Background: an optimization exercise with open tools, aiming at small area, a short achievable clock period and few clock cycles per item. Do not read the settings as production practice. Only simulation tests tie the RTL to the original design; equivalence was not proved. Power and IR drop assume default switching activity.

**run.sh**
```bash
#!/bin/bash
# synth_recipe.tcl (not shown) runs the flow's synth.tcl, then flattens the netlist and writes it again
# the make line also repeats each setting of config.mk as NAME=value (left out here)
make -C /OpenROAD-flow-scripts/flow DESIGN_CONFIG=/design/flow/config.mk WORK_HOME=/design/flow/orfs CLKGATE_MAP_FILE= SYNTH_SCRIPT=/design/flow/synth_recipe.tcl finish
```
**config.mk**
```make
export PLATFORM = sky130hd
export DESIGN_NAME = bch_dec
export DESIGN_NICKNAME = bch_dec
export VERILOG_FILES = /design/flow/design.v
export SDC_FILE = /design/flow/constraint.sdc
export NUM_CORES = 4
export LEC_CHECK = 0
export CAP_MARGIN = 20
export CORE_MARGIN = 2
export CORE_UTILIZATION = 60
export SLEW_MARGIN = 20
```
**constraint.sdc**
```tcl
create_clock -name core_clock -period 10.0 [get_ports {clk}]
set_input_delay 2.0000 -clock core_clock [delete_from_list [all_inputs] [get_ports {clk}]]
set_output_delay 2.0000 -clock core_clock [all_outputs]
set_load 0.01 [all_outputs]
```
**design.v**
```verilog
module bch_dec (
    input  wire        clk,
    input  wire        rst,
    input  wire        in_valid,
    output wire        in_ready,
    input  wire [63:0] in_data,
    output reg         out_valid,
    output wire        out_fail,       
    output wire [1:0]  out_nerr,       
    output wire [10:0] out_pos0,       
    output wire [10:0] out_pos1,
    output wire [10:0] out_pos2
);
    function [10:0] gf_mul(input [10:0] a, input [10:0] b);
        integer i;
        begin
            gf_mul = 11'd0;
            for (i = 10; i >= 0; i = i - 1) begin
                gf_mul = {gf_mul[9:0], 1'b0} ^ (gf_mul[10] ? 11'h005 : 11'h000);
                if (b[i]) gf_mul = gf_mul ^ a;
            end
        end
    endfunction
    function tr(input [10:0] x);    
        tr = x[0] ^ x[9];
    endfunction
    function [10:0] f_sq1(input [10:0] x);
        begin
            f_sq1[0] = x[0] ^ x[10];
            f_sq1[1] = x[6];
            f_sq1[2] = x[1] ^ x[10];
            f_sq1[3] = x[6] ^ x[7];
            f_sq1[4] = x[2];
            f_sq1[5] = x[7] ^ x[8];
            f_sq1[6] = x[3];
            f_sq1[7] = x[8] ^ x[9];
            f_sq1[8] = x[4];
            f_sq1[9] = x[9] ^ x[10];
            f_sq1[10] = x[5];
        end
    endfunction
    function [10:0] f_sq2(input [10:0] x);
        begin
            f_sq2[0] = x[0] ^ x[5] ^ x[10];
            f_sq2[1] = x[3];
            f_sq2[2] = x[5] ^ x[6];
            f_sq2[3] = x[3] ^ x[8] ^ x[9];
            f_sq2[4] = x[1] ^ x[10];
            f_sq2[5] = x[4] ^ x[8] ^ x[9];
            f_sq2[6] = x[6] ^ x[7];
            f_sq2[7] = x[4] ^ x[9] ^ x[10];
            f_sq2[8] = x[2];
            f_sq2[9] = x[5] ^ x[9] ^ x[10];
            f_sq2[10] = x[7] ^ x[8];
        end
    endfunction
    function [10:0] f_sq3(input [10:0] x);
        begin
            f_sq3[0] = x[0] ^ x[5] ^ x[7] ^ x[8] ^ x[10];
            f_sq3[1] = x[6] ^ x[7];
            f_sq3[2] = x[3] ^ x[7] ^ x[8];
            f_sq3[3] = x[4] ^ x[6] ^ x[7] ^ x[9] ^ x[10];
            f_sq3[4] = x[5] ^ x[6];
            f_sq3[5] = x[2] ^ x[4] ^ x[9] ^ x[10];
            f_sq3[6] = x[3] ^ x[8] ^ x[9];
            f_sq3[7] = x[2] ^ x[5] ^ x[9] ^ x[10];
            f_sq3[8] = x[1] ^ x[10];
            f_sq3[9] = x[5] ^ x[7] ^ x[8] ^ x[9] ^ x[10];
            f_sq3[10] = x[4] ^ x[8] ^ x[9];
        end
    endfunction
    function [10:0] f_sq5(input [10:0] x);
        begin
            f_sq5[0] = x[0] ^ x[2] ^ x[5] ^ x[7];
            f_sq5[1] = x[4] ^ x[6] ^ x[7] ^ x[9] ^ x[10];
            f_sq5[2] = x[2] ^ x[3] ^ x[4] ^ x[8] ^ x[10];
            f_sq5[3] = x[1] ^ x[4] ^ x[5] ^ x[6] ^ x[8] ^ x[10];
            f_sq5[4] = x[4] ^ x[6] ^ x[7] ^ x[8] ^ x[9];
            f_sq5[5] = x[1] ^ x[6] ^ x[7] ^ x[8] ^ x[9];
            f_sq5[6] = x[2] ^ x[3] ^ x[5] ^ x[8] ^ x[10];
            f_sq5[7] = x[4] ^ x[6] ^ x[7] ^ x[10];
            f_sq5[8] = x[3] ^ x[7] ^ x[8];
            f_sq5[9] = x[2] ^ x[5] ^ x[7] ^ x[9];
            f_sq5[10] = x[1] ^ x[2] ^ x[5] ^ x[9];
        end
    endfunction
    function [10:0] f_sq6(input [10:0] x);
        begin
            f_sq6[0] = x[0] ^ x[1] ^ x[7] ^ x[9];
            f_sq6[1] = x[2] ^ x[3] ^ x[5] ^ x[8] ^ x[10];
            f_sq6[2] = x[1] ^ x[2] ^ x[4] ^ x[5] ^ x[6] ^ x[7] ^ x[10];
            f_sq6[3] = x[2] ^ x[3] ^ x[4] ^ x[5] ^ x[6] ^ x[7] ^ x[8];
            f_sq6[4] = x[2] ^ x[3] ^ x[4] ^ x[8] ^ x[10];
            f_sq6[5] = x[3] ^ x[4] ^ x[6] ^ x[8] ^ x[10];
            f_sq6[6] = x[1] ^ x[4] ^ x[5] ^ x[6] ^ x[8] ^ x[10];
            f_sq6[7] = x[2] ^ x[3] ^ x[5] ^ x[8] ^ x[9];
            f_sq6[8] = x[4] ^ x[6] ^ x[7] ^ x[8] ^ x[9];
            f_sq6[9] = x[1] ^ x[7];
            f_sq6[10] = x[1] ^ x[6] ^ x[7] ^ x[8] ^ x[9];
        end
    endfunction
    function [10:0] f_sq9(input [10:0] x);
        begin
            f_sq9[0] = x[0] ^ x[2] ^ x[5] ^ x[6] ^ x[7] ^ x[10];
            f_sq9[1] = x[1] ^ x[2] ^ x[3] ^ x[4] ^ x[6] ^ x[9] ^ x[10];
            f_sq9[2] = x[8];
            f_sq9[3] = x[1];
            f_sq9[4] = x[1] ^ x[3] ^ x[5];
            f_sq9[5] = x[1] ^ x[3] ^ x[5] ^ x[7] ^ x[9];
            f_sq9[6] = x[1] ^ x[2] ^ x[3] ^ x[5] ^ x[7] ^ x[9];
            f_sq9[7] = x[1] ^ x[2] ^ x[3] ^ x[5] ^ x[6] ^ x[7] ^ x[9];
            f_sq9[8] = x[1] ^ x[2] ^ x[3] ^ x[5] ^ x[6] ^ x[7] ^ x[9] ^ x[10];
            f_sq9[9] = x[2] ^ x[5] ^ x[6] ^ x[7] ^ x[9] ^ x[10];
            f_sq9[10] = x[1] ^ x[2] ^ x[3] ^ x[6] ^ x[9] ^ x[10];
        end
    endfunction
    function [10:0] f_sqrt(input [10:0] x);
        begin
            f_sqrt[0] = x[0] ^ x[1] ^ x[3] ^ x[5] ^ x[7] ^ x[9];
            f_sqrt[1] = x[1] ^ x[2] ^ x[3] ^ x[5] ^ x[7] ^ x[9];
            f_sqrt[2] = x[4];
            f_sqrt[3] = x[6];
            f_sqrt[4] = x[8];
            f_sqrt[5] = x[10];
            f_sqrt[6] = x[1];
            f_sqrt[7] = x[1] ^ x[3];
            f_sqrt[8] = x[1] ^ x[3] ^ x[5];
            f_sqrt[9] = x[1] ^ x[3] ^ x[5] ^ x[7];
            f_sqrt[10] = x[1] ^ x[3] ^ x[5] ^ x[7] ^ x[9];
        end
    endfunction
    function [10:0] f_ht(input [10:0] x);
        begin
            f_ht[0] = x[5] ^ x[7] ^ x[9] ^ x[10];
            f_ht[1] = x[2] ^ x[3] ^ x[4] ^ x[5] ^ x[6] ^ x[8] ^ x[10];
            f_ht[2] = x[3] ^ x[4] ^ x[5] ^ x[6] ^ x[8] ^ x[9] ^ x[10];
            f_ht[3] = x[1] ^ x[2] ^ x[3] ^ x[4] ^ x[5] ^ x[8] ^ x[10];
            f_ht[4] = x[3] ^ x[5] ^ x[6] ^ x[8] ^ x[9] ^ x[10];
            f_ht[5] = x[9] ^ x[10];
            f_ht[6] = x[1] ^ x[2] ^ x[3] ^ x[4] ^ x[5] ^ x[6] ^ x[8] ^ x[10];
            f_ht[7] = x[3] ^ x[6];
            f_ht[8] = x[3] ^ x[5] ^ x[6] ^ x[9] ^ x[10];
            f_ht[9] = x[5] ^ x[7] ^ x[9] ^ x[10];
            f_ht[10] = x[9];
        end
    endfunction
    function [10:0] f_htsq(input [10:0] x);
        begin
            f_htsq[0] = x[5] ^ x[7] ^ x[10];
            f_htsq[1] = x[1] ^ x[2] ^ x[3] ^ x[4] ^ x[5] ^ x[6] ^ x[8] ^ x[10];
            f_htsq[2] = x[2] ^ x[3] ^ x[4] ^ x[5] ^ x[6] ^ x[8] ^ x[9] ^ x[10];
            f_htsq[3] = x[1] ^ x[2] ^ x[4] ^ x[5] ^ x[8] ^ x[10];
            f_htsq[4] = x[3] ^ x[4] ^ x[5] ^ x[6] ^ x[8] ^ x[9] ^ x[10];
            f_htsq[5] = x[5] ^ x[9] ^ x[10];
            f_htsq[6] = x[1] ^ x[2] ^ x[3] ^ x[4] ^ x[5] ^ x[8] ^ x[10];
            f_htsq[7] = x[3] ^ x[6] ^ x[7];
            f_htsq[8] = x[3] ^ x[5] ^ x[6] ^ x[8] ^ x[9] ^ x[10];
            f_htsq[9] = x[5] ^ x[7] ^ x[10];
            f_htsq[10] = x[9] ^ x[10];
        end
    endfunction
    function [4:0] f_t23(input [10:0] x);
        reg [22:0] m;
        begin
            m[0] = (x == 11'd1);
            m[1] = (x == 11'd167);
            m[2] = (x == 11'd174);
            m[3] = (x == 11'd281);
            m[4] = (x == 11'd319);
            m[5] = (x == 11'd322);
            m[6] = (x == 11'd378);
            m[7] = (x == 11'd418);
            m[8] = (x == 11'd481);
            m[9] = (x == 11'd552);
            m[10] = (x == 11'd637);
            m[11] = (x == 11'd1085);
            m[12] = (x == 11'd1148);
            m[13] = (x == 11'd1155);
            m[14] = (x == 11'd1164);
            m[15] = (x == 11'd1518);
            m[16] = (x == 11'd1525);
            m[17] = (x == 11'd1728);
            m[18] = (x == 11'd1747);
            m[19] = (x == 11'd1876);
            m[20] = (x == 11'd1887);
            m[21] = (x == 11'd1942);
            m[22] = (x == 11'd2011);
            f_t23[0] = m[2] | m[4] | m[6] | m[7] | m[8] | m[10] | m[11] | m[14] | m[15] | m[16] | m[22];
            f_t23[1] = m[5] | m[10] | m[12] | m[13] | m[14] | m[15] | m[16] | m[18] | m[19] | m[21] | m[22];
            f_t23[2] = m[2] | m[3] | m[4] | m[5] | m[7] | m[9] | m[10] | m[18] | m[20] | m[21] | m[22];
            f_t23[3] = m[3] | m[4] | m[5] | m[10] | m[11] | m[12] | m[15] | m[17];
            f_t23[4] = m[1] | m[6] | m[7] | m[14] | m[18] | m[19] | m[20];
        end
    endfunction
    function [11:0] f_t89(input [10:1] x);
        reg [88:0] m;
        begin
            m[0] = (x == 10'd0);
            m[1] = (x == 10'd16);
            m[2] = (x == 10'd17);
            m[3] = (x == 10'd56);
            m[4] = (x == 10'd59);
            m[5] = (x == 10'd78);
            m[6] = (x == 10'd81);
            m[7] = (x == 10'd89);
            m[8] = (x == 10'd96);
            m[9] = (x == 10'd103);
            m[10] = (x == 10'd110);
            m[11] = (x == 10'd116);
            m[12] = (x == 10'd125);
            m[13] = (x == 10'd144);
            m[14] = (x == 10'd166);
            m[15] = (x == 10'd185);
            m[16] = (x == 10'd188);
            m[17] = (x == 10'd195);
            m[18] = (x == 10'd199);
            m[19] = (x == 10'd207);
            m[20] = (x == 10'd212);
            m[21] = (x == 10'd233);
            m[22] = (x == 10'd238);
            m[23] = (x == 10'd243);
            m[24] = (x == 10'd252);
            m[25] = (x == 10'd258);
            m[26] = (x == 10'd266);
            m[27] = (x == 10'd304);
            m[28] = (x == 10'd307);
            m[29] = (x == 10'd321);
            m[30] = (x == 10'd328);
            m[31] = (x == 10'd342);
            m[32] = (x == 10'd368);
            m[33] = (x == 10'd388);
            m[34] = (x == 10'd411);
            m[35] = (x == 10'd412);
            m[36] = (x == 10'd441);
            m[37] = (x == 10'd456);
            m[38] = (x == 10'd468);
            m[39] = (x == 10'd504);
            m[40] = (x == 10'd506);
            m[41] = (x == 10'd512);
            m[42] = (x == 10'd514);
            m[43] = (x == 10'd534);
            m[44] = (x == 10'd535);
            m[45] = (x == 10'd561);
            m[46] = (x == 10'd568);
            m[47] = (x == 10'd587);
            m[48] = (x == 10'd592);
            m[49] = (x == 10'd596);
            m[50] = (x == 10'd612);
            m[51] = (x == 10'd618);
            m[52] = (x == 10'd623);
            m[53] = (x == 10'd645);
            m[54] = (x == 10'd654);
            m[55] = (x == 10'd655);
            m[56] = (x == 10'd662);
            m[57] = (x == 10'd666);
            m[58] = (x == 10'd691);
            m[59] = (x == 10'd727);
            m[60] = (x == 10'd731);
            m[61] = (x == 10'd737);
            m[62] = (x == 10'd755);
            m[63] = (x == 10'd756);
            m[64] = (x == 10'd757);
            m[65] = (x == 10'd773);
            m[66] = (x == 10'd790);
            m[67] = (x == 10'd804);
            m[68] = (x == 10'd808);
            m[69] = (x == 10'd810);
            m[70] = (x == 10'd822);
            m[71] = (x == 10'd837);
            m[72] = (x == 10'd841);
            m[73] = (x == 10'd847);
            m[74] = (x == 10'd849);
            m[75] = (x == 10'd861);
            m[76] = (x == 10'd865);
            m[77] = (x == 10'd867);
            m[78] = (x == 10'd876);
            m[79] = (x == 10'd890);
            m[80] = (x == 10'd892);
            m[81] = (x == 10'd897);
            m[82] = (x == 10'd903);
            m[83] = (x == 10'd905);
            m[84] = (x == 10'd919);
            m[85] = (x == 10'd922);
            m[86] = (x == 10'd944);
            m[87] = (x == 10'd972);
            m[88] = (x == 10'd986);
            f_t89[0] = m[1] | m[3] | m[5] | m[7] | m[8] | m[9] | m[10] | m[11] | m[13] | m[14] | m[18] | m[21] | m[22] | m[25] | m[26] | m[28] | m[29] | m[30] | m[31] | m[32] | m[33] | m[34] | m[38] | m[41] | m[43] | m[46] | m[49] | m[52] | m[56] | m[57] | m[62] | m[64] | m[68] | m[69] | m[71] | m[73] | m[74] | m[77] | m[80] | m[81] | m[82] | m[84] | m[86] | m[87];
            f_t89[1] = m[2] | m[4] | m[5] | m[8] | m[9] | m[12] | m[13] | m[15] | m[16] | m[17] | m[19] | m[22] | m[24] | m[26] | m[27] | m[28] | m[29] | m[32] | m[33] | m[34] | m[36] | m[37] | m[43] | m[44] | m[45] | m[48] | m[52] | m[53] | m[57] | m[64] | m[67] | m[68] | m[70] | m[71] | m[72] | m[76] | m[77] | m[79] | m[81] | m[84] | m[85] | m[86] | m[87] | m[88];
            f_t89[2] = m[1] | m[2] | m[4] | m[6] | m[7] | m[8] | m[11] | m[13] | m[14] | m[16] | m[18] | m[20] | m[21] | m[26] | m[27] | m[28] | m[29] | m[31] | m[34] | m[36] | m[37] | m[42] | m[43] | m[44] | m[46] | m[48] | m[54] | m[55] | m[58] | m[59] | m[60] | m[61] | m[65] | m[66] | m[69] | m[73] | m[74] | m[76] | m[77] | m[81] | m[85] | m[86] | m[87] | m[88];
            f_t89[3] = m[2] | m[3] | m[5] | m[6] | m[8] | m[9] | m[11] | m[12] | m[17] | m[18] | m[19] | m[21] | m[22] | m[24] | m[25] | m[26] | m[29] | m[30] | m[32] | m[37] | m[38] | m[39] | m[40] | m[42] | m[43] | m[44] | m[45] | m[46] | m[48] | m[50] | m[51] | m[52] | m[54] | m[55] | m[62] | m[66] | m[74] | m[75] | m[78] | m[85] | m[87];
            f_t89[4] = m[1] | m[2] | m[4] | m[5] | m[7] | m[16] | m[17] | m[21] | m[22] | m[23] | m[26] | m[28] | m[30] | m[34] | m[36] | m[37] | m[38] | m[39] | m[40] | m[41] | m[42] | m[43] | m[45] | m[51] | m[53] | m[56] | m[58] | m[61] | m[63] | m[64] | m[65] | m[66] | m[67] | m[71] | m[72] | m[73] | m[74] | m[80] | m[81] | m[83] | m[84];
            f_t89[5] = m[3] | m[7] | m[16] | m[17] | m[18] | m[20] | m[22] | m[24] | m[28] | m[30] | m[33] | m[37] | m[42] | m[43] | m[47] | m[49] | m[51] | m[52] | m[55] | m[65] | m[67] | m[69] | m[71] | m[74] | m[75] | m[76] | m[79] | m[80] | m[83] | m[85] | m[86] | m[87];
            f_t89[6] = m[1] | m[6] | m[19] | m[25] | m[27] | m[29] | m[31] | m[32] | m[35] | m[36] | m[39] | m[41] | m[44] | m[46] | m[50] | m[53] | m[60] | m[61] | m[63] | m[68] | m[70] | m[77] | m[81] | m[82] | m[84];
            f_t89[7] = m[2] | m[3] | m[6] | m[7] | m[10] | m[11] | m[13] | m[15] | m[16] | m[17] | m[20] | m[21] | m[22] | m[24] | m[26] | m[27] | m[32] | m[33] | m[35] | m[38] | m[39] | m[40] | m[41] | m[42] | m[46] | m[48] | m[52] | m[53] | m[54] | m[58] | m[64] | m[65] | m[69] | m[70] | m[72] | m[77] | m[78] | m[81] | m[82] | m[83] | m[84] | m[87] | m[88];
            f_t89[8] = m[1] | m[5] | m[8] | m[10] | m[11] | m[14] | m[15] | m[17] | m[19] | m[20] | m[22] | m[23] | m[25] | m[27] | m[33] | m[36] | m[37] | m[38] | m[40] | m[41] | m[42] | m[43] | m[45] | m[48] | m[50] | m[53] | m[54] | m[56] | m[57] | m[59] | m[61] | m[66] | m[67] | m[69] | m[71] | m[74] | m[75] | m[76] | m[77] | m[80] | m[83] | m[84] | m[86] | m[87];
            f_t89[9] = m[2] | m[5] | m[6] | m[7] | m[9] | m[10] | m[12] | m[13] | m[14] | m[15] | m[16] | m[19] | m[21] | m[25] | m[26] | m[27] | m[28] | m[29] | m[30] | m[32] | m[38] | m[40] | m[44] | m[45] | m[46] | m[47] | m[49] | m[50] | m[51] | m[57] | m[59] | m[62] | m[63] | m[65] | m[66] | m[67] | m[71] | m[77] | m[78] | m[79] | m[80] | m[83] | m[87] | m[88];
            f_t89[10] = m[1] | m[2] | m[4] | m[5] | m[6] | m[7] | m[10] | m[11] | m[12] | m[13] | m[18] | m[20] | m[22] | m[23] | m[24] | m[25] | m[27] | m[29] | m[37] | m[39] | m[40] | m[49] | m[51] | m[53] | m[59] | m[60] | m[64] | m[67] | m[82] | m[86] | m[87];
            f_t89[11] = m[3] | m[8] | m[17] | m[21] | m[28] | m[32] | m[33] | m[35] | m[41] | m[44] | m[45] | m[47] | m[50] | m[54] | m[55] | m[57] | m[61] | m[62] | m[65] | m[68] | m[72] | m[73] | m[74] | m[76] | m[80] | m[81] | m[88];
        end
    endfunction
    reg  [4:0]  widx;                  
    reg         in_rdy;
    reg  [63:0] in_r;                  
    reg         take_r, last_r;
    reg  [10:0] acc1, acc3, acc5;
    reg         b_busy;
    reg  [4:0]  b_cnt;                 
    wire [16:0] b_st = 17'd1 << b_cnt;
    assign in_ready = in_rdy;
    wire take = in_valid && in_rdy;
    wire [96:0] syn_in = {acc5, acc3, acc1, in_r};
    wire [32:0] syn_out;
    wire syn_x97 = syn_in[55] ^ syn_in[56];
    wire syn_x98 = syn_in[52] ^ syn_in[60];
    wire syn_x99 = syn_in[47] ^ syn_in[51];
    wire syn_x100 = syn_in[28] ^ syn_in[39];
    wire syn_x101 = syn_in[27] ^ syn_in[38];
    wire syn_x102 = syn_in[13] ^ syn_in[61];
    wire syn_x103 = syn_in[43] ^ syn_in[45];
    wire syn_x104 = syn_in[57] ^ syn_in[58];
    wire syn_x105 = syn_in[26] ^ syn_in[44];
    wire syn_x106 = syn_in[23] ^ syn_in[59];
    wire syn_x107 = syn_in[29] ^ syn_in[40];
    wire syn_x108 = syn_in[15] ^ syn_in[33];
    wire syn_x109 = syn_in[46] ^ syn_in[50];
    wire syn_x110 = syn_in[37] ^ syn_in[53];
    wire syn_x111 = syn_in[31] ^ syn_in[54];
    wire syn_x112 = syn_in[16] ^ syn_in[34];
    wire syn_x113 = syn_in[30] ^ syn_in[41];
    wire syn_x114 = syn_in[36] ^ syn_in[42];
    wire syn_x115 = syn_in[25] ^ syn_in[48];
    wire syn_x116 = syn_in[17] ^ syn_in[35];
    wire syn_x117 = syn_in[95] ^ syn_in[96];
    wire syn_x118 = syn_in[22] ^ syn_x97;
    wire syn_x119 = syn_in[14] ^ syn_in[62];
    wire syn_x120 = syn_in[20] ^ syn_in[24];
    wire syn_x121 = syn_in[63] ^ syn_x101;
    wire syn_x122 = syn_x98 ^ syn_x100;
    wire syn_x123 = syn_in[93] ^ syn_in[94];
    wire syn_x124 = syn_x99 ^ syn_x106;
    wire syn_x125 = syn_in[65] ^ syn_in[74];
    wire syn_x126 = syn_in[91] ^ syn_x117;
    wire syn_x127 = syn_in[32] ^ syn_x115;
    wire syn_x128 = syn_x102 ^ syn_x104;
    wire syn_x129 = syn_in[49] ^ syn_x103;
    wire syn_x130 = syn_in[19] ^ syn_in[63];
    wire syn_x131 = syn_in[59] ^ syn_x108;
    wire syn_x132 = syn_in[12] ^ syn_in[56];
    wire syn_x133 = syn_in[87] ^ syn_in[92];
    wire syn_x134 = syn_in[21] ^ syn_in[34];
    wire syn_x135 = syn_in[69] ^ syn_in[73];
    wire syn_x136 = syn_in[11] ^ syn_in[33];
    wire syn_x137 = syn_in[76] ^ syn_x109;
    wire syn_x138 = syn_in[68] ^ syn_in[72];
    wire syn_x139 = syn_in[66] ^ syn_in[70];
    wire syn_x140 = syn_in[18] ^ syn_in[62];
    wire syn_x141 = syn_in[27] ^ syn_x112;
    wire syn_x142 = syn_in[52] ^ syn_x105;
    wire syn_x143 = syn_in[10] ^ syn_x111;
    wire syn_x144 = syn_in[12] ^ syn_in[90];
    wire syn_x145 = syn_in[25] ^ syn_x99;
    wire syn_x146 = syn_in[89] ^ syn_x123;
    wire syn_x147 = syn_in[79] ^ syn_in[82];
    wire syn_x148 = syn_x107 ^ syn_x126;
    wire syn_x149 = syn_in[6] ^ syn_x119;
    wire syn_x150 = syn_in[80] ^ syn_in[83];
    wire syn_x151 = syn_in[61] ^ syn_x110;
    wire syn_x152 = syn_in[67] ^ syn_in[71];
    wire syn_x153 = syn_in[48] ^ syn_x113;
    wire syn_x154 = syn_in[4] ^ syn_in[60];
    wire syn_x155 = syn_in[51] ^ syn_x131;
    wire syn_x156 = syn_in[35] ^ syn_x147;
    wire syn_x157 = syn_in[21] ^ syn_in[31];
    wire syn_x158 = syn_in[38] ^ syn_x136;
    wire syn_x159 = syn_in[45] ^ syn_in[81];
    wire syn_x160 = syn_in[86] ^ syn_x133;
    wire syn_x161 = syn_in[5] ^ syn_x106;
    wire syn_x162 = syn_in[75] ^ syn_in[84];
    wire syn_x163 = syn_in[88] ^ syn_x105;
    wire syn_x164 = syn_in[3] ^ syn_x104;
    wire syn_x165 = syn_in[10] ^ syn_in[32];
    wire syn_x166 = syn_in[8] ^ syn_x97;
    wire syn_x167 = syn_in[7] ^ syn_x140;
    wire syn_x168 = syn_x132 ^ syn_x134;
    wire syn_x169 = syn_x125 ^ syn_x135;
    wire syn_x170 = syn_in[77] ^ syn_x150;
    wire syn_x171 = syn_in[8] ^ syn_x118;
    wire syn_x172 = syn_in[11] ^ syn_x121;
    wire syn_x173 = syn_in[49] ^ syn_x152;
    wire syn_x174 = syn_in[23] ^ syn_in[36];
    wire syn_x175 = syn_in[31] ^ syn_in[35];
    wire syn_x176 = syn_in[18] ^ syn_x122;
    wire syn_x177 = syn_in[15] ^ syn_x103;
    wire syn_x178 = syn_in[57] ^ syn_x120;
    wire syn_x179 = syn_in[44] ^ syn_in[47];
    wire syn_x180 = syn_in[7] ^ syn_in[26];
    wire syn_x181 = syn_in[24] ^ syn_x145;
    wire syn_x182 = syn_in[85] ^ syn_x129;
    wire syn_x183 = syn_in[36] ^ syn_x98;
    wire syn_x184 = syn_in[39] ^ syn_x139;
    wire syn_x185 = syn_in[50] ^ syn_x138;
    wire syn_x186 = syn_x109 ^ syn_x128;
    wire syn_x187 = syn_x116 ^ syn_x172;
    wire syn_x188 = syn_in[78] ^ syn_x137;
    wire syn_x189 = syn_x143 ^ syn_x180;
    wire syn_x190 = syn_in[37] ^ syn_x127;
    wire syn_x191 = syn_x114 ^ syn_x124;
    wire syn_x192 = syn_in[20] ^ syn_x113;
    wire syn_x193 = syn_in[9] ^ syn_in[40];
    wire syn_x194 = syn_in[58] ^ syn_x118;
    wire syn_x195 = syn_in[41] ^ syn_in[54];
    wire syn_x196 = syn_x111 ^ syn_x114;
    wire syn_x197 = syn_in[42] ^ syn_x157;
    wire syn_x198 = syn_in[47] ^ syn_x164;
    wire syn_x199 = syn_x108 ^ syn_x181;
    wire syn_x200 = syn_in[79] ^ syn_x132;
    wire syn_x201 = syn_x158 ^ syn_x194;
    wire syn_x202 = syn_in[73] ^ syn_x130;
    wire syn_x203 = syn_in[19] ^ syn_in[60];
    wire syn_x204 = syn_in[82] ^ syn_x107;
    wire syn_x205 = syn_in[7] ^ syn_x133;
    wire syn_x206 = syn_in[53] ^ syn_x141;
    wire syn_x207 = syn_in[25] ^ syn_x107;
    wire syn_x208 = syn_in[2] ^ syn_x178;
    wire syn_x209 = syn_x110 ^ syn_x182;
    wire syn_x210 = syn_in[55] ^ syn_x187;
    wire syn_x211 = syn_x101 ^ syn_x165;
    wire syn_x212 = syn_in[43] ^ syn_x207;
    wire syn_x213 = syn_x120 ^ syn_x177;
    wire syn_x214 = syn_in[59] ^ syn_x186;
    wire syn_x215 = syn_in[28] ^ syn_x102;
    wire syn_x216 = syn_in[51] ^ syn_x161;
    wire syn_x217 = syn_in[52] ^ syn_in[84];
    wire syn_x218 = syn_in[49] ^ syn_x131;
    wire syn_x219 = syn_in[50] ^ syn_in[91];
    wire syn_x220 = syn_x117 ^ syn_x163;
    wire syn_x221 = syn_x153 ^ syn_x197;
    wire syn_x222 = syn_x173 ^ syn_x175;
    wire syn_x223 = syn_x146 ^ syn_x220;
    wire syn_x224 = syn_in[32] ^ syn_in[94];
    wire syn_x225 = syn_in[55] ^ syn_x195;
    wire syn_x226 = syn_in[9] ^ syn_in[30];
    wire syn_x227 = syn_x193 ^ syn_x196;
    wire syn_x228 = syn_in[44] ^ syn_x156;
    wire syn_x229 = syn_in[86] ^ syn_x148;
    wire syn_x230 = syn_in[22] ^ syn_x162;
    wire syn_x231 = syn_x206 ^ syn_x214;
    wire syn_x232 = syn_in[70] ^ syn_x112;
    wire syn_x233 = syn_in[11] ^ syn_in[29];
    wire syn_x234 = syn_in[71] ^ syn_x116;
    wire syn_x235 = syn_in[0] ^ syn_x201;
    wire syn_x236 = syn_x136 ^ syn_x166;
    wire syn_x237 = syn_x123 ^ syn_x160;
    wire syn_x238 = syn_x151 ^ syn_x234;
    wire syn_x239 = syn_in[42] ^ syn_in[64];
    wire syn_x240 = syn_x102 ^ syn_x190;
    wire syn_x241 = syn_in[13] ^ syn_x104;
    wire syn_x242 = syn_x168 ^ syn_x184;
    wire syn_x243 = syn_in[49] ^ syn_x159;
    wire syn_x244 = syn_x149 ^ syn_x226;
    wire syn_x245 = syn_in[43] ^ syn_in[46];
    wire syn_x246 = syn_in[77] ^ syn_x105;
    wire syn_x247 = syn_x115 ^ syn_x204;
    wire syn_x248 = syn_in[45] ^ syn_x122;
    wire syn_x249 = syn_in[16] ^ syn_x215;
    wire syn_x250 = syn_in[88] ^ syn_x141;
    wire syn_x251 = syn_in[53] ^ syn_x121;
    wire syn_x252 = syn_in[30] ^ syn_x223;
    wire syn_x253 = syn_in[1] ^ syn_x103;
    wire syn_x254 = syn_x176 ^ syn_x200;
    wire syn_x255 = syn_x125 ^ syn_x242;
    wire syn_x256 = syn_in[14] ^ syn_x171;
    wire syn_x257 = syn_in[14] ^ syn_x185;
    wire syn_x258 = syn_in[17] ^ syn_x233;
    wire syn_x259 = syn_x119 ^ syn_x191;
    wire syn_x260 = syn_x112 ^ syn_x144;
    wire syn_x261 = syn_in[19] ^ syn_x110;
    wire syn_x262 = syn_x183 ^ syn_x232;
    wire syn_x263 = syn_x192 ^ syn_x218;
    wire syn_x264 = syn_x155 ^ syn_x241;
    assign syn_out[0] = syn_in[20] ^ syn_in[66] ^ syn_x107 ^ syn_x169 ^ syn_x179 ^ syn_x235 ^ syn_x239;
    assign syn_out[1] = syn_in[57] ^ syn_in[67] ^ syn_x106 ^ syn_x153 ^ syn_x253 ^ syn_x255;
    assign syn_out[2] = syn_in[13] ^ syn_in[29] ^ syn_in[46] ^ syn_in[47] ^ syn_in[60] ^ syn_in[64] ^ syn_in[68] ^ syn_x97 ^ syn_x158 ^ syn_x169 ^ syn_x208 ^ syn_x222;
    assign syn_out[3] = syn_in[30] ^ syn_in[36] ^ syn_in[61] ^ syn_in[69] ^ syn_x127 ^ syn_x198 ^ syn_x255 ^ syn_x257;
    assign syn_out[4] = syn_in[4] ^ syn_in[22] ^ syn_in[26] ^ syn_in[37] ^ syn_in[40] ^ syn_in[48] ^ syn_in[62] ^ syn_x135 ^ syn_x139 ^ syn_x222 ^ syn_x264;
    assign syn_out[5] = syn_in[32] ^ syn_in[41] ^ syn_in[58] ^ syn_in[74] ^ syn_x121 ^ syn_x161 ^ syn_x173 ^ syn_x257 ^ syn_x262;
    assign syn_out[6] = syn_in[6] ^ syn_in[24] ^ syn_in[60] ^ syn_x100 ^ syn_x135 ^ syn_x155 ^ syn_x185 ^ syn_x238 ^ syn_x239;
    assign syn_out[7] = syn_in[38] ^ syn_in[51] ^ syn_in[54] ^ syn_in[61] ^ syn_in[72] ^ syn_x167 ^ syn_x169 ^ syn_x212 ^ syn_x262;
    assign syn_out[8] = syn_in[8] ^ syn_in[55] ^ syn_in[62] ^ syn_in[74] ^ syn_x113 ^ syn_x142 ^ syn_x184 ^ syn_x202 ^ syn_x238;
    assign syn_out[9] = syn_in[20] ^ syn_in[45] ^ syn_in[56] ^ syn_in[64] ^ syn_in[72] ^ syn_in[74] ^ syn_x140 ^ syn_x152 ^ syn_x227 ^ syn_x251;
    assign syn_out[10] = syn_in[21] ^ syn_in[37] ^ syn_in[57] ^ syn_in[64] ^ syn_in[65] ^ syn_x100 ^ syn_x138 ^ syn_x165 ^ syn_x202 ^ syn_x225 ^ syn_x245;
    assign syn_out[11] = syn_in[48] ^ syn_in[54] ^ syn_in[83] ^ syn_in[85] ^ syn_x100 ^ syn_x109 ^ syn_x142 ^ syn_x156 ^ syn_x159 ^ syn_x235 ^ syn_x259;
    assign syn_out[12] = syn_in[4] ^ syn_in[15] ^ syn_in[52] ^ syn_x100 ^ syn_x130 ^ syn_x150 ^ syn_x189 ^ syn_x230 ^ syn_x231 ^ syn_x247;
    assign syn_out[13] = syn_in[39] ^ syn_in[53] ^ syn_in[76] ^ syn_x127 ^ syn_x129 ^ syn_x130 ^ syn_x191 ^ syn_x192 ^ syn_x217 ^ syn_x228 ^ syn_x236;
    assign syn_out[14] = syn_in[1] ^ syn_in[12] ^ syn_in[19] ^ syn_in[37] ^ syn_in[50] ^ syn_in[75] ^ syn_x154 ^ syn_x170 ^ syn_x174 ^ syn_x181 ^ syn_x182 ^ syn_x189 ^ syn_x194 ^ syn_x249;
    assign syn_out[15] = syn_in[5] ^ syn_in[16] ^ syn_in[81] ^ syn_x124 ^ syn_x188 ^ syn_x203 ^ syn_x210 ^ syn_x212 ^ syn_x230;
    assign syn_out[16] = syn_in[33] ^ syn_in[48] ^ syn_in[75] ^ syn_x98 ^ syn_x137 ^ syn_x147 ^ syn_x168 ^ syn_x178 ^ syn_x209 ^ syn_x227 ^ syn_x246;
    assign syn_out[17] = syn_x101 ^ syn_x119 ^ syn_x142 ^ syn_x166 ^ syn_x170 ^ syn_x188 ^ syn_x208 ^ syn_x216 ^ syn_x240 ^ syn_x258;
    assign syn_out[18] = syn_in[6] ^ syn_in[17] ^ syn_in[61] ^ syn_in[78] ^ syn_in[81] ^ syn_x99 ^ syn_x120 ^ syn_x153 ^ syn_x162 ^ syn_x174 ^ syn_x246 ^ syn_x254;
    assign syn_out[19] = syn_in[22] ^ syn_in[80] ^ syn_x128 ^ syn_x134 ^ syn_x145 ^ syn_x188 ^ syn_x209 ^ syn_x211 ^ syn_x225 ^ syn_x228;
    assign syn_out[20] = syn_in[21] ^ syn_in[26] ^ syn_x164 ^ syn_x170 ^ syn_x199 ^ syn_x243 ^ syn_x244 ^ syn_x251 ^ syn_x254;
    assign syn_out[21] = syn_in[24] ^ syn_in[27] ^ syn_in[57] ^ syn_in[78] ^ syn_in[80] ^ syn_x102 ^ syn_x167 ^ syn_x197 ^ syn_x217 ^ syn_x243 ^ syn_x247 ^ syn_x261;
    assign syn_out[22] = syn_in[0] ^ syn_in[90] ^ syn_x148 ^ syn_x154 ^ syn_x221 ^ syn_x224 ^ syn_x231 ^ syn_x236;
    assign syn_out[23] = syn_in[56] ^ syn_in[92] ^ syn_x98 ^ syn_x116 ^ syn_x124 ^ syn_x128 ^ syn_x213 ^ syn_x229 ^ syn_x244 ^ syn_x261;
    assign syn_out[24] = syn_in[21] ^ syn_in[28] ^ syn_in[95] ^ syn_x118 ^ syn_x129 ^ syn_x144 ^ syn_x154 ^ syn_x167 ^ syn_x187 ^ syn_x195 ^ syn_x219 ^ syn_x237 ^ syn_x264;
    assign syn_out[25] = syn_in[5] ^ syn_x99 ^ syn_x148 ^ syn_x149 ^ syn_x163 ^ syn_x183 ^ syn_x211 ^ syn_x237 ^ syn_x245 ^ syn_x249 ^ syn_x263;
    assign syn_out[26] = syn_in[3] ^ syn_in[39] ^ syn_in[43] ^ syn_x116 ^ syn_x134 ^ syn_x196 ^ syn_x199 ^ syn_x205 ^ syn_x252 ^ syn_x256;
    assign syn_out[27] = syn_in[22] ^ syn_in[24] ^ syn_in[46] ^ syn_x101 ^ syn_x143 ^ syn_x151 ^ syn_x203 ^ syn_x252 ^ syn_x253 ^ syn_x259 ^ syn_x260;
    assign syn_out[28] = syn_in[89] ^ syn_x97 ^ syn_x144 ^ syn_x189 ^ syn_x198 ^ syn_x224 ^ syn_x229 ^ syn_x248 ^ syn_x263;
    assign syn_out[29] = syn_in[29] ^ syn_in[44] ^ syn_x114 ^ syn_x126 ^ syn_x130 ^ syn_x160 ^ syn_x176 ^ syn_x186 ^ syn_x216 ^ syn_x256 ^ syn_x260;
    assign syn_out[30] = syn_in[63] ^ syn_in[93] ^ syn_in[96] ^ syn_x108 ^ syn_x149 ^ syn_x151 ^ syn_x179 ^ syn_x205 ^ syn_x219 ^ syn_x221 ^ syn_x248 ^ syn_x250 ^ syn_x258;
    assign syn_out[31] = syn_in[4] ^ syn_in[18] ^ syn_in[57] ^ syn_in[92] ^ syn_x142 ^ syn_x146 ^ syn_x171 ^ syn_x174 ^ syn_x175 ^ syn_x177 ^ syn_x190 ^ syn_x193 ^ syn_x250;
    assign syn_out[32] = syn_in[2] ^ syn_in[23] ^ syn_in[46] ^ syn_in[62] ^ syn_in[90] ^ syn_in[95] ^ syn_x111 ^ syn_x122 ^ syn_x146 ^ syn_x179 ^ syn_x210 ^ syn_x213 ^ syn_x240;
    wire       b_load = take_r && last_r;
    wire       b_pass;                 
    wire [4:0] widx_n = take ? ((widx == 5'd19) ? 5'd0 : widx + 5'd1) : widx;
    wire       b_busy_n = b_load || (b_busy && !b_pass);
    always @(posedge clk) begin
        in_r   <= in_data & {{16{1'b1}}, {48{widx != 5'd19}}};
        last_r <= (widx == 5'd19);
        if (rst) begin
            take_r <= 1'b0;
            widx   <= 5'd0;
            in_rdy <= 1'b1;
            acc1   <= 11'd0;
            acc3   <= 11'd0;
            acc5   <= 11'd0;
        end else begin
            widx   <= widx_n;
            take_r <= take;
            in_rdy <= (widx_n != 5'd19) || !b_busy_n;
            if (take_r) begin
                acc1 <= last_r ? 11'd0 : syn_out[10:0];
                acc3 <= last_r ? 11'd0 : syn_out[21:11];
                acc5 <= last_r ? 11'd0 : syn_out[32:22];
            end
        end
    end
    reg [10:0] b_s1, b_s3, b_s5, b_r1, b_d, b_x, b_a;
    wire [10:0] b_t = b_s3;            
    reg        b_allz, b_case2, b_dz, b_trk;
    wire       c_busy;
    wire [4:0] d_cnt;
    assign     b_pass = b_busy && b_st[16] && !c_busy && (d_cnt >= 5'd6);
    wire [4:0]  b_cn = b_load ? 5'd0 : b_st[16] ? b_cnt : b_cnt + 5'd1;
    wire [16:0] b_nx = 17'd1 << b_cn;
    wire b_c2 = b_case2, b_c3 = !b_case2;
    reg [7:0] b_sa;                    
    reg [8:0] b_sb;                    
    always @(posedge clk) begin
        b_sa <= {b_nx[12] | (b_nx[13] & b_c3) | b_nx[14],
                 b_nx[7] | b_nx[10] | (b_nx[11] & b_c3) | b_nx[15],
                 b_nx[8], b_nx[6], b_nx[4] | (b_nx[11] & b_c2),
                 b_nx[2], b_nx[1], b_nx[0] | b_nx[3] | (b_nx[13] & b_c2)};
        b_sb <= {b_nx[14], b_nx[12], b_nx[10], b_nx[8] | b_nx[11] | (b_nx[13] & b_c3),
                 b_nx[7], b_nx[6] | (b_nx[13] & b_c2), b_nx[3] | b_nx[4] | b_nx[15],
                 b_nx[2], b_nx[0] | b_nx[1]};
    end
    wire [10:0] b_ma =
        ({11{b_sa[0]}} & b_s1) |
        ({11{b_sa[1]}} & b_r1) |
        ({11{b_sa[2]}} & b_s3) |
        ({11{b_sa[3]}} & b_d) |
        ({11{b_sa[4]}} & f_sq1(b_x)) |
        ({11{b_sa[5]}} & b_x) |
        ({11{b_sa[6]}} & b_a) |
        ({11{b_sa[7]}} & b_t);
    wire [10:0] b_mb =
        ({11{b_sb[0]}} & f_sq1(b_s1)) |
        ({11{b_sb[1]}} & b_d) |
        ({11{b_sb[2]}} & b_s5) |
        ({11{b_sb[3]}} & b_x) |
        ({11{b_sb[4]}} & f_sq2(b_a)) |
        ({11{b_sb[5]}} & f_sq1(b_a)) |
        ({11{b_sb[6]}} & b_t) |
        ({11{b_sb[7]}} & f_sq2(b_d)) |
        ({11{b_sb[8]}} & f_sq2(b_s5));
    wire [10:0] b_m = gf_mul(b_ma, b_mb);
    always @(posedge clk) begin
        if (rst) begin
            b_busy <= 1'b0;
        end else if (b_load) begin
            b_busy <= 1'b1;
        end else if (b_pass) begin
            b_busy <= 1'b0;
        end
        if (rst) begin
            b_cnt <= 5'd16;
        end else begin
            b_cnt <= b_cn;
        end
        if (b_load) begin
            b_s1 <= syn_out[10:0];
            b_s3 <= syn_out[21:11];
            b_s5 <= syn_out[32:22];
        end
        if (b_st[0])  begin b_r1 <= b_m; b_allz <= (b_s1 == 11'd0) && (b_s3 == 11'd0) && (b_s5 == 11'd0); end
        if (b_st[1])  begin b_s5 <= b_m ^ b_s5; b_d <= b_r1 ^ b_s3; end
        if (b_st[2] | b_st[11] | (b_st[13] & b_c3)) b_s3 <= b_m;
        if (b_st[9])  b_s3 <= f_sq5(b_a);
        if (b_st[3] | b_st[14]) b_x <= b_m;
        if (b_st[3])  b_dz <= (b_d == 11'd0);
        if (b_st[4])  b_case2 <= (b_x == b_t);
        if (b_st[4] | b_st[6] | b_st[7] | b_st[8] | b_st[10]) b_a <= b_m;
        if (b_st[5])  b_x <= b_case2 ? b_r1 : b_a;
        if (b_st[12] & b_c3) b_r1 <= b_m;
        if (b_st[12] & b_c2) b_x  <= f_ht(b_t);
        if (b_st[12]) b_trk <= tr(b_t);
        if (b_st[13]) b_r1 <= b_dz ? b_s1 : b_c2 ? b_m : b_r1;
        if (b_st[15]) b_d <= b_m;
    end
    reg        c_bsy;
    reg [3:0]  c_cnt;                  
    wire [12:0] c_st = 13'd1 << c_cnt;
    reg [10:0] c_s1, c_c, c_ic, c_sp, c_za, c_zb;
    reg [1:0]  c_n;
    reg        c_fail, c_ok;
    wire       d_busy;
    assign     c_busy = c_bsy;
    wire       c_pass = c_bsy && c_st[12] && !d_busy;
    wire       c_k3 = (c_n == 2'd3);
    wire       b_k3 = !b_allz && !b_dz && !b_case2;
    wire [3:0]  c_cn = b_pass ? 4'd0 : c_st[12] ? c_cnt : c_cnt + 4'd1;
    wire [12:0] c_nx = 13'd1 << c_cn;
    reg c_up, c_dn;                    
    reg [2:0] c_sa;
    reg [3:0] c_sb;
    always @(posedge clk) begin
        c_up <= c_nx[0] | c_nx[1] | c_nx[4];
        c_dn <= c_nx[2] | c_nx[3] | c_nx[5] | c_nx[6];
        c_sa <= {c_nx[10] | c_nx[11], c_nx[7],
                 c_nx[0] | c_nx[1] | c_nx[2] | c_nx[3] | c_nx[4] | c_nx[5] | c_nx[6] | c_nx[9]};
        c_sb <= {c_nx[10], c_nx[9], c_nx[7],
                 c_nx[0] | c_nx[1] | c_nx[2] | c_nx[3] | c_nx[4] | c_nx[5] | c_nx[6] | c_nx[11]};
    end
    wire [10:0] c_ma =
        ({11{c_sa[0]}} & c_za) |
        ({11{c_sa[1]}} & c_ic) |
        ({11{c_sa[2]}} & c_sp);
    wire [10:0] c_mb =
        ({11{c_sb[0]}} & c_zb) |
        ({11{c_sb[1]}} & (f_sq1(c_za) ^ 11'd1)) |
        ({11{c_sb[2]}} & c_c) |
        ({11{c_sb[3]}} & c_za);
    wire [10:0] c_m = gf_mul(c_ma, c_mb);
    always @(posedge clk) begin
        if (rst) begin
            c_bsy <= 1'b0;
        end else if (b_pass) begin
            c_bsy <= 1'b1;
        end else if (c_pass) begin
            c_bsy <= 1'b0;
        end
        if (rst) begin
            c_cnt <= 4'd12;
        end else begin
            c_cnt <= c_cn;
        end
        if (b_pass) begin
            c_s1   <= b_s1;
            c_n    <= b_allz ? 2'd0 : b_dz ? 2'd1 : b_case2 ? 2'd2 : 2'd3;
            c_fail <= !b_allz && (b_dz ? !(b_s5 == 11'd0 && b_s1 != 11'd0) :
                                  b_case2 ? b_trk : (b_s5 == 11'd0 || !tr(b_x)));
            c_c  <= b_r1;
            c_ic <= b_k3 ? b_x : b_r1 ^ b_s1;
            c_za <= b_r1;
            c_zb <= f_sq1(b_r1);
            c_sp <= b_d;
        end
        if (c_up) begin c_za <= c_m ^ c_c; c_zb <= f_sq1(c_zb); end
        if (c_dn) begin c_za <= f_sq1(c_za); c_zb <= c_m ^ c_c; end
        if (c_st[7]) begin c_zb <= c_m; c_ok <= (c_zb == f_sq2(c_za)); end
        if (c_st[8] & c_k3)  c_c  <= f_htsq(c_zb);
        if (c_st[9])  c_zb <= c_m;
        if (c_st[10] & c_k3) c_c  <= c_m ^ c_s1;
        if (c_st[11] & c_k3) begin c_ic <= c_m ^ c_s1; c_s1 <= c_m ^ c_c; end
    end
    reg        d_bsy;
    reg [4:0]  d_cn_r;                 
    assign     d_cnt = d_cn_r;
    wire [16:0] d_st = 17'd1 << d_cnt;
    reg [10:0] d_x64, d_e5, d_e69;
    wire [10:0] d_e534 = d_e5;         
    reg [1:0]  d_n;
    reg        d_fail;
    reg [4:0]  d_a, d_b15, d_k;
    reg [6:0]  d_b;
    reg [11:0] d_kk;
    reg [10:0] d_q0, d_q1, d_q2;
    assign     d_busy = d_bsy;
    wire [4:0]  d_cn = c_pass ? 5'd0 : (d_cnt == 5'd17) ? d_cnt : d_cnt + 5'd1;
    wire [16:0] d_nx = 17'd1 << d_cn;
    reg d_g0, d_g1, d_g2, d_p1, d_p2;  
    wire d_p0 = d_g0 | d_g1 | d_g2;
    always @(posedge clk) begin
        d_g0 <= d_nx[0];
        d_g1 <= d_nx[3];
        d_g2 <= d_nx[6];
        d_p1 <= d_nx[1] | d_nx[4] | d_nx[7];
        d_p2 <= d_nx[2] | d_nx[5] | d_nx[8];
    end
    wire [10:0] d_x  = ({11{d_g0}} & c_c) | ({11{d_g1}} & c_ic) | ({11{d_g2}} & c_s1);
    wire [10:0] d_ma = ({11{d_p0}} & d_x) | ({11{d_p1 | d_p2}} & d_e5);
    wire [10:0] d_mb = ({11{d_p0}} & f_sq2(d_x)) | ({11{d_p1}} & d_x64) |
                       ({11{d_p2}} & f_sq9(d_e69));
    wire [10:0] d_m = gf_mul(d_ma, d_mb);
    wire d_tab = d_st[3] | d_st[6] | d_st[9];
    wire d_key_st = d_st[6] | d_st[9] | d_st[12];
    wire [5:0]  d_kd  = {1'b0, d_a} - {1'b0, d_b15};
    wire [4:0]  d_kn  = d_kd[5] ? d_kd[4:0] + 5'd23 : d_kd[4:0];
    wire [11:0] d_pos = d_kk - {5'd0, d_b};
    wire        d_ok  = !d_pos[11] && (d_pos[10:0] <= 11'd1231);
    wire        d_use = d_st[6] ? (d_n != 2'd0) : d_st[9] ? d_n[1] : (d_n == 2'd3);
    wire [10:0] d_key = (d_use && d_ok) ? d_pos[10:0] : 11'h7ff;
    wire        d_sw01 = d_q1 < d_q0;
    wire        d_sw12 = d_q2 < d_q1;
    always @(posedge clk) begin
        if (rst) begin
            d_bsy     <= 1'b0;
            out_valid <= 1'b0;
        end else begin
            if (c_pass) d_bsy <= 1'b1;
            else if (d_st[16]) d_bsy <= 1'b0;
            out_valid <= d_bsy && d_st[16];
        end
        if (rst) begin
            d_cn_r <= 5'd17;
        end else begin
            d_cn_r <= d_cn;
        end
        if (c_pass) begin
            d_n    <= c_n;
            d_fail <= c_fail || (c_k3 && !c_ok);
        end else if (d_key_st && d_use && !d_ok) begin
            d_fail <= 1'b1;
        end
        if (d_p0) begin d_e5 <= d_m; d_x64 <= f_sq6(d_x); end
        if (d_p1) d_e69 <= d_m;
        if (d_p2) d_e5 <= d_m;
        if (d_tab) {d_b15, d_b} <= f_t89(d_e69[10:1]);
        d_a  <= f_t23(d_e534);
        d_k  <= d_kn;
        d_kk <= 12'd1279 - {7'd0, d_k} * 12'd89;
        if (d_key_st) begin d_q2 <= d_key; d_q1 <= d_q2; d_q0 <= d_q1; end
        if ((d_st[13] | d_st[15]) && d_sw01) begin d_q0 <= d_q1; d_q1 <= d_q0; end
        if (d_st[14] && d_sw12) begin d_q1 <= d_q2; d_q2 <= d_q1; end
        if (d_st[16]) begin
            if (d_fail || d_n == 2'd0) d_q0 <= 11'd0;
            if (d_fail || !d_n[1])     d_q1 <= 11'd0;
            if (d_fail || d_n != 2'd3) d_q2 <= 11'd0;
            if (d_fail)                d_n  <= 2'd0;
        end
    end
    assign out_fail = d_fail;
    assign out_nerr = d_n;
    assign out_pos0 = d_q0;
    assign out_pos1 = d_q1;
    assign out_pos2 = d_q2;
endmodule
```
==> summary.md, run 1 <==
| Metric | Value |
|---|---|
| Final hold vios | 0 |
| Post-synthesis xor/xnor area fraction | between 20% and 30% |
| Critical Path RT | 10.34 ns |
| Nets | 3986 |
| Fin crit share | 45.9% |
| Slowest library cell on the worst path | xnor2_1 |
| Kind of critical path | reg2reg |
| Cell-internal power | 4420 uW |
| GP Congestion | 1.05 |
| Largest Register | in_r |
| Worst Hold Class | reg2reg |
| Final Instance Area | 0.0361 sq mm |
| Max reg flops | 64 |
| Flip-flop and latch area | 0.0101 sq mm |
| Critical path launch point type | flip-flop |
| IO Count | between 100 and 150 |
| Port Buffers | approximately 100 |
| Most frequent cells in the layout | xnor2_1 (803), nor2_1 (518), nand2_1 (278), xor2_1 (251), dfxtp_1 (209) |
| Slew headroom | between 20% and 30% |
| TritonCTS clock tree | yes |
| Status | complete, no violations |
| Drt first pass iters | 10 |
| WHS Endpoint | d_kk[1] |
| DP HPWL | 86400 um |
| Vias per cell | 6.47 |
| Die width | 240 um |
| Setup Skew | 0.0335 ns |
| Die area | a little under 0.06 sq mm |
| Hold path depth | 1 |
| Clock-pin slew on the worst setup and hold paths | 0.06 ns |
| # clock sinks | 406 |
| Post-synthesis mux area share | 1.92% |
| Starting Density | 60.8% |
| Post-synthesis compound-gate area fraction | 12.4% |
| MaxCap Viol Count | 0 |
| Syn Std Cell Area | 0.0335 sq mm |
| Post-CTS Setup Inserts | 0 |
| Worst-path cell chain | xor3_1 -> a22o_1 -> a211oi_2 -> nor2_1 -> xnor2_1 -> xnor3_1 -> xnor3_1 -> xnor2_1 -> xor2_1 -> nand2_1 -> o21ai_1 |
| Post-cts resize count | 0 |
| RSZ-0062 raised after global routing | no |
| Mean Syn Cell Area | about 8.6 sq um |
| Achievable frequency | ~220 MHz |
| Worst slack, placed | between 5 and 6 ns |
| Peak VDD IR | 394 uV |
| Largest regs | in_r (64), d_kk (12) |
| Vias in the first global route | 28900 |
| Post-synth top area share | about a fifth |
| Worst-margin pin slew | 1.18 ns |
| Delay-heaviest family, CP | XOR/XNOR gates |
| Total power | 7380 uW |
| Final WL | ~120000 um |
| DR iter-0 viols | between 4000 and 5000 |
| Final WS setup | ~5.4 ns |
| Initial antenna violation count | 0 |
| Synth area leader | xnor2_1 |
| CTS Buf Count | 45 |
| DRC | 0 |
| Comb pwr share | between 40% and 50% |
| Adder-cell share of the synthesized area | 3.57% |
| Area of the core | 0.0552 sq mm |
| Post-synthesis sequential area ratio | 30.1% |
| CTS root buf | clkbuf_16 |
| Minimum clock period | ~4.6 ns |
| Min-delay src | d_k[0] |
| Crit path capture type | flip-flop |
| First-pass GRT wire length | 175000 um |
| Syn Inst Count | 3909 |
| Final count of pins violating max slew | 0 |
| R2r endpoint | b_s5[5] |
| Cts hold-fix bufs | 0 |
| EDFF count, synth | 197 |
| Yosys cell types | 89 |
| H-tree levels | 2 |
| Simple-gate area share of the yosys netlist | 17.0% |
| Area of the multi-input gates | 0.0218 sq mm |
| Routed via count | 29800 |
| Worst reg-to-reg setup slack | 5.41 ns |
| Sw frac | about two fifths |
| Placed cell area | 0.0346 sq mm |
| Fillers | around 4500 |
| Crit-path max cell delay | 0.90 ns |
| Post-synth ARST share | 0% |
| Worst skew pair latency | slightly above 0.6 ns |
| Largest family of logic cells by synthesized area | XOR/XNOR gates |
| Gr ovfl total | 0 |
| Sw Pwr | a little under 3000 uW |
| Synthesized flop and latch total | approximately 410 |
| Largest net degree at the start of global routing | 58 |
| Detail Route Antenna Nets | 0 |
| Crit path max fanout | 11 |
| Mapped Nets | 4067 |
| Clock buffer depth | 3 |
| Final cell count without fillers | around 4600 |
| Setup violators final | 0 |
| Critical path arrival | 4.93 ns |
| Row cnt | 86 |
| Synthesis Warnings | 1 |
| Ys flop type | dfxtp_1 |
| Pleak | ~0.012 uW |
| Clock power frac | between 20% and 30% |
| Total track usage | 39.6% |
| Buffers and inverters on the worst path | 0 |
| Placed Cells | between 4000 and 5000 |
| Sequential Power Share | 29.0% |
| TNS Setup | 0 ns |
| Depth of the worst register-to-register path | 11 |
| Share of post-route cells with drive strength above 1 | 4.97% |
| Synth area leaders | xnor2_1 (21%), edfxtp_1 (18%), dfxtp_1 (12%) |
| Commonest non-fill, non-tap cell in the layout | xnor2_1 |
| PD cells | ~200 mW/mm^2 |
| Synth-to-Final Area Change | 7.62% |
| Avg WL per Cell | approximately 25 um |
| Chip height | 240 um |
| Worst reg2reg path startpoint | b_a[10] |
## cells in the mapped netlist, types with 36 or more instances
master / n
nor2_1: 519
o21ai_0: 157
nand3_1: 76
a31oi_1: 36
xor2_1: 251
dfxtp_1: 209
a22oi_1: 68
a222oi_1: 48
inv_1: 110
a21oi_1: 119
nor2b_1: 76
buf_2: 59
edfxtp_1: 197
xnor2_1: 803
nor3_1: 83
nand2_1: 278
mux2i_1: 44
ha_1: 83
clkbuf_1: 186
## per-layer routing
| layer | wire (um) | part of all wire [%] | GRT usage [%] |
|---|---|---|---|
| met1 | 42100 | 36 | 49.2 |
| met3 | 13000 | 11 | 7.62 |
| met2 | 53100 | 46 | 64.4 |
| met4 | 7520 | 6.5 | 22.4 |
| met5 | 0 | 0 | 0 |
## stage by stage
stage,hold slack [ns],util (%)
after floorplan,0.421,-
after global placement,0.450,62.6
after detailed placement,0.465,62.7
after CTS,0.478,65.4
after global routing,0.506,65.4
final,0.466,65.4
## worst max path at each step
stage	from	to	slack, ns	cells after the start
6_report	b_a[10]	b_s5[5]	5.41	11
5_1_grt	b_s5[7]	b_s5[5]	5.23	13
4_1_cts	b_a[10]	b_s5[5]	5.53	11
3_5_place_dp	b_a[10]	b_s5[5]	5.54	11
3_3_place_gp	b_a[10]	b_s5[5]	5.59	11
2_1_floorplan	b_s1[9]	b_s5[5]	6.80	15
## power by group through the flow
stage	registers, uW	logic (uW)	clock network [uW]
floorplan	2100	2520	0
CTS	2130	3440	1720
global placement	2160	3330	0
global route	2150	3740	1770
detailed placement	2170	3390	0
finish	2140	3530	1710
## layout make-up
class	count	share of cell area, %
multi-input cells	3115	60.3
flip-flops and latches	406	28.0
repair buffers	150	3.83
clock buffers	68	3.61
well taps	748	2.59
inverters	110	1.14
clock inverters	15	0.527
diodes	1	0.00693
## kinds of logic (layout without fill, tap and decap cells)
group / after synthesis / count (layout)
buffers and inverters: 388 / 343
other: 0 / 1
muxes: 62 / 62
and+or+nand+nor: 1246 / 1246
AOI/OAI and AO/OA: 620 / 620
DFF: 406 / 406
xor gates and xnor gates: 1096 / 1096
adders and majority gates: 91 / 91
Testbench counts, summed over its fixed seeds: cycles 9,992, rows 480.
==> inputs of run 2 (changes only) <==
--- a/config.mk
+++ b/config.mk
@@ -8,4 +8,5 @@
 export CAP_MARGIN = 20
 export CORE_MARGIN = 2
 export CORE_UTILIZATION = 60
+export PLACE_DENSITY = 0.75
 export SLEW_MARGIN = 20
==> summary.md, run 2 <==
| Metric | Value |
|---|---|
| Synthesized flop and latch total | 406 (unchanged) |
| Mapped Nets | 4067 (unchanged) |
| Setup violators final | 0 (unchanged) |
| Area of the core | 0.0552 sq mm (unchanged) |
| IO Count | 105 (unchanged) |
| Vias per cell | 6.26 (-3.3%) |
| Final count of pins violating max slew | 0 (unchanged) |
| CTS root buf | clkbuf_16 |
| Post-synth top area share | 21.0% (unchanged) |
| Ys flop type | dfxtp_1 |
| Worst skew pair latency | 0.62 ns (about the same) |
| Final Instance Area | 0.0362 sq mm (+0.22%) |
| CTS Buf Count | 45 (unchanged) |
| H-tree levels | 2 (unchanged) |
| Achievable frequency | 216 MHz (-0.65%) |
| Die area | 0.0578 sq mm (unchanged) |
| Post-synthesis sequential area ratio | 30.1% (unchanged) |
| Vias in the first global route | 27500 (-5.1%) |
| Nets | 3991 (+0.13%) |
| Final WL | 110000 um (-4.7%) |
| Syn Std Cell Area | 0.0335 sq mm (unchanged) |
| Pleak | 0.0125 uW (+0.38%) |
| Slew headroom | 25.0% (+4.6 points) |
| Largest Register | in_r |
| Crit path max fanout | 11 (unchanged) |
| Synth area leader | xnor2_1 |
| Detail Route Antenna Nets | 0 (unchanged) |
| Count leader, synth | xnor2_1 |
| Avg WL per Cell | 23.9 um (-4.8%) |
| Gr ovfl total | 0 (unchanged) |
| Peak VDD IR | 385 uV (-2.2%) |
| Total track usage | 37.7% (-1.8 points) |
| TritonCTS clock tree | yes |
| DR iter-0 viols | 3933 (-15%) |
| Worst Hold Class | reg2reg |
| Share of post-route cells with drive strength above 1 | 5.22% (+0.25 points) |
| Final hold vios | 0 (unchanged) |
| Post-cts resize count | 0 (unchanged) |
| Commonest non-fill, non-tap cell in the layout | xnor2_1 |
| Largest regs | in_r (64), d_kk (12) |
| Starting Density | 60.8% (unchanged) |
| Max reg flops | 64 (unchanged) |
| Syn Inst Count | 3909 (unchanged) |
| Mean Syn Cell Area | 8.58 sq um (unchanged) |
| DRC | 0 (unchanged) |
| Row cnt | 86 (unchanged) |
| Placed cell area | 0.0346 sq mm (about the same) |
| Crit path capture type | flip-flop |
| Critical Path RT | 10.34 ns (about the same) |
| Synth area leaders | xnor2_1 (21%), edfxtp_1 (18%), dfxtp_1 (12%) |
| RSZ-0062 raised after global routing | no |
| Clock-pin slew on the worst setup and hold paths | 0.06 ns (about the same) |
| Post-CTS Setup Inserts | 0 (unchanged) |
| Most frequent cells in the layout | xnor2_1 (802), nor2_1 (518), nand2_1 (278), xor2_1 (251), dfxtp_1 (209) |
| Chip height | 240 um (unchanged) |
| # clock sinks | 406 (unchanged) |
| Synthesis Warnings | 1 (unchanged) |
| Initial antenna violation count | 0 (unchanged) |
| MaxCap Viol Count | 0 (unchanged) |
| DP HPWL | 81700 um (-5.4%) |
| Clock buffer depth | 3 (unchanged) |
| Die width | 240 um (unchanged) |
| Cts hold-fix bufs | 0 (unchanged) |
| Synth-to-Final Area Change | 7.86% |
| Largest net degree at the start of global routing | 58 (unchanged) |
| GP Congestion | 1.05 (+0.18%) |
| Minimum clock period | 4.62 ns (+0.0300 ns) |
| Fin crit share | 46.2% (+0.30 points) |
| EDFF count, synth | 197 (unchanged) |
| Yosys cell types | 89 (unchanged) |
| Status | complete, no violations |
| Most frequent cells after synthesis | xnor2_1 (803), nor2_1 (519), nand2_1 (278) |
| Port Buffers | 104 (unchanged) |
| TNS Setup | 0 ns (unchanged) |
| Critical path arrival | 4.97 ns (+0.04 ns) |
| Post-layout util | 65.5% (+0.14 points) |
| Worst-margin pin slew | 1.12 ns (-0.0655 ns) |
| Post-synth ARST share | 0% (unchanged) |
| Kind of critical path | reg2reg |
| Routed via count | 28900 (-3.2%) |
| Setup Skew | 0.0555 ns (+0.0220 ns) |
| PD cells | 201 mW/mm^2 (-1.9%) |
| First-pass GRT wire length | 167000 um (-4.6%) |
| N_diodes | 0 (-1) |
| Drt first pass iters | 11 (+1) |
| Critical path launch point type | flip-flop |
## run 2: metal layers
layer  global-route usage (%)  share of wire [%]  up-vias
li1                         -                  -    13100
met1                     48.0                 38    13600
met2                     60.6                 45     1751
met3                     6.77                 10      466
met4                     21.0                6.4        0
met5                        0                  0        -
## run 2: per-stage QoR
step / hold WS, ns / total power, uW / worst slack (ns) / std cells
final: 0.494 / 7260 / 5.38 / 4617
after global routing: 0.510 / 7580 / 5.19 / 4617
after global placement: 0.467 / 5450 / 5.60 / 4533
after CTS: 0.480 / 7220 / 5.47 / 4616
after floorplan: 0.421 / 4610 / 6.80 / 3909
after detailed placement: 0.480 / 5480 / 5.49 / 4533
## run 2: cells by family (layout without fill, tap and decap cells)
kind of cell,Yosys count,after routing,synth area share (%)
compound gates,620,620,12.4
fa+ha+maj,91,91,3.57
mux,62,62,1.92
simple gates,1246,1246,17.0
buf+inv,388,348,5.07
xor+xnor,1096,1096,29.9
flops,406,406,30.1
## run 2: area by class of cell
cell class                 instances  area [sq um]
multi-input combinational       3115         21800
clock inverter                    20           264
fill                            4679         19000
tap                              748           936
clock buffer                      63          1260
timing repair buffer             155          1430
sequential                       406         10100
inverter                         110           413
## run 2: power breakdown
group / total, uW / switching [uW] / internal (uW)
Clock: 1730 / 736 / 998
Combinational: 3380 / 1930 / 1450
Sequential: 2140 / 161 / 1980
## run 2: critical path, stage by stage, from the launching register on
cell and delay, ns:
edfxtp_1 0.69, xor3_1 0.43, a22o_1 0.21, a211oi_2 0.75
nor2_1 0.17, xnor2_1 0.20, xnor3_1 0.27, xnor3_1 0.39
xnor2_1 0.89, xor2_1 0.15, nand2_1 0.11, o21ai_1 0.07
## run 2: path summary, 6_finish.rpt
kind	from	to	slack (ns)	cells past startpoint
max	b_a[9]	b_s5[5]	5.38	11
min	widx[1]	widx[1]	0.49	2
max reg2reg	b_a[9]	b_s5[5]	5.38	11
min reg2reg	widx[1]	widx[1]	0.49	2

-- port drivers added, routing unchanged --
In the flow no input, the clock included, has a driving cell. The finished layouts below were timed again as built, in two steps. Step 1: set_driving_cell puts a clkbuf_16 on clk and a buf_2 on each other input, an assumption about the parent block. Step 2, shift: input delay + t, output delay - t, t = (earliest + latest rising clock arrival at the registers) / 2. This alone moves slack from input paths to output paths. Slacks: no drivers / after step 1 / after step 2; pairs: no drivers / after step 1.
run	shift t [ns]	setup WS [ns]	worst setup path after step 2	slew at the worst register clock pin (ns)
run 1	0.669	5.407 / 5.407 / 5.407	register to register	0.07 / 0.07
run 2	0.655	5.377 / 5.377 / 5.377	register to register	0.08 / 0.08
After both steps every run listed still meets setup and hold.
